This design comes from an exercise in tuning for small area, a short achievable clock period and few clock cycles on the open sky130 flow, not from production work.
The RTL was checked by simulation tests, not by an equivalence proof against the original design.

## JK
Design coat_rs_dec, start of the top module:
module coat_rs_dec (
    input  wire         clk,
    input  wire         rst,           
    input  wire         in_valid,
    output wire         in_ready,
    input  wire         in_profile,    
    input  wire [639:0] in_word,       
    output wire         out_valid,
    output wire [1:0]   out_status,    
    output wire [639:0] out_word,
    output wire [3:0]   out_nsym,      
    output wire         out_dev_valid,
    output wire [3:0]   out_dev
);
Settings: LEC_CHECK=0, CAP_MARGIN=30, CORE_MARGIN=2, CORE_UTILIZATION=35, PLACE_DENSITY=0.55, SETUP_SLACK_MARGIN=5.0, SLEW_MARGIN=30, TNS_END_PERCENT=10; clock period 9.0 ns.
run.sh (not shown) runs the stock make flow with config.mk's settings and CLKGATE_MAP_FILE= SYNTH_SCRIPT=/design/flow/synth_recipe.tcl, a recipe that flattens the netlist after the stock synthesis.
Testbench counts of JK, summed over its fixed seeds: cycles 11,203.
[inputs] MS vs JK
--- a/flow/design.v
+++ b/flow/design.v
@@ -613,22 +613,24 @@
             assign fe[8*gb +: 8] = gf_mul(pc ? os_ : or_, f1i[8*gb +: 8]);
         end
     endgenerate
     wire c_free = (cs == C_IDLE) || (cs == C_OUT);
     wire qc_x   = qv && c_free;                           
     wire b_rdy  = (bs == B_DONE) || (bs == B_CLEAN) || b_last;
     wire bq_x   = b_rdy && (!qv || qc_x);                 
     wire b_free = (bs == B_IDLE) || bq_x;
     wire ab_x   = va && adone && b_free;                  
     wire a_take = !va || ab_x;
-    wire okp = (clenp <= ctcap) && (needp == 6'd0);
-    wire okn = (clenn <= ctcap) && (needn == 6'd0);
+    wire [3:0] popp = rv ? pop8(rr0) : 4'd0;
+    wire [3:0] popn = rv ? pop8(rr1) : 4'd0;
+    wire okp = (clenp <= ctcap) && (needp == {2'b00, popp});
+    wire okn = (clenn <= ctcap) && (needn == {2'b00, popn});
     wire [4:0] lenp_b = blen[0];
     wire [4:0] lenn_b = blen[1];
     wire both_far = (lenp_b > (pb ? 5'd4 : 5'd8)) && (lenn_b > (pb ? 5'd4 : 5'd8));
     reg          qv, qp, qclean, qfar;
     reg  [639:0] qw;
     reg  [71:0]  qlamp, qlamn;
     reg  [63:0]  qomp,  qomn;
     reg  [4:0]   qlenp, qlenn;
     always @(posedge clk) begin
         if (bq_x) begin
@@ -657,21 +659,21 @@
         bs_n = bs;
         if (b_last) bs_n = B_DONE;
         if (bq_x) bs_n = B_IDLE;
         if (ab_x) bs_n = hs_zero ? B_CLEAN : B_RUN;
         if (rst) bs_n = B_IDLE;
         qv_n = rst ? 1'b0 : (bq_x ? 1'b1 : (qc_x ? 1'b0 : qv));
         cs_n = cs;
         case (cs)
             C_OUT: cs_n = C_IDLE;
             C_P1:
-                if (cc == 4'd11) begin
+                if (cc == 4'd10) begin
                     if (okp)
                         cs_n = C_RL;
                     else if (okn)
                         cs_n = C_OUT;
                     else
                         cs_n = wnen ? C_RL : C_OUT;
                 end
             C_RL:
                 if (okp)
                     cs_n = wnen ? C_UNDO : ((clenp == 5'd0) ? C_OUT : C_PP);
@@ -820,21 +822,21 @@
                 e1 <= clamn;
                 e2 <= comn;
             end else begin
                 e1 <= clamp;
                 e2 <= comp;
             end
         end else if (cc == 4'd10 && cs == C_UNDO) begin
             cc <= 4'd0;
             e1 <= clamp;
             e2 <= comp;
-        end else if (cc == 4'd11 && cs == C_P1) begin
+        end else if (cc == 4'd10 && cs == C_P1) begin
             cc <= 4'd0;
         end
     end
     generate
         for (gb = 0; gb < 80; gb = gb + 1) begin : g_wc
             localparam [3:0] CR = byte_cyc(1'b0, gb);
             localparam [3:0] CS = byte_cyc(1'b1, gb);
             wire hit = f1v && f1r[gb % 8] && (f1c == (pc ? CS : CR));
             always @(posedge clk)
                 wc[8*gb +: 8] <= qc_x ? qw[8*gb +: 8]
### Flow results
MS closes out successfully: all stages finished, all timing, DRC and antenna checks passed. Per the comparison of MS with JK, multi-input combinational cell count did not really move; setup slack went down; synthesized cell area did not really move. Taking JK as the reference, in MS final cell count increased 474; number of clock buffers in the layout lower; area occupied by registers now sits at about the same level; slew at the pin with the worst max-slew slack lower. When the final numbers for JK and MS were put side by side, the total iterations of the first detailed-routing run turned out to be smaller in JK.
Testbench counts of MS, summed over its fixed seeds: cycles 10,860.

-- afterwards: timing with drivers on the ports --
No port has a modelled driver above. Below, the same layouts with a new extraction and two added sets of constraints. Step 1 (the two cells are an assumption about what drives the block):
set clk [get_ports {clk}]
set_driving_cell -lib_cell sky130_fd_sc_hd__clkbuf_16 $clk
set_driving_cell -lib_cell sky130_fd_sc_hd__buf_2 [delete_from_list [all_inputs] $clk]
Step 2 also shifts input and output timing later by t, the mid clock arrival at the registers, as if the neighbouring blocks saw the same clock. a / b / c = ideal ports / drivers / drivers and shift; a / b = the first two.
| run | t, ns | setup slack, ns | hold slack, ns | cell pins on the clock port's net |
|---|---|---|---|---|
| JK | 1.248 | 4.462 / 4.434 / 4.366 | 0.350 / 0.350 / 0.350 | 1 |
| MS | 1.355 | 3.784 / 3.784 / 3.784 | 0.319 / 0.319 / 0.319 | 1 |
After both steps setup and hold are still met in every run listed. For JK, which loses most, drivers alone change the setup slack by -0.028 ns; drivers and shift together by -0.096 ns.
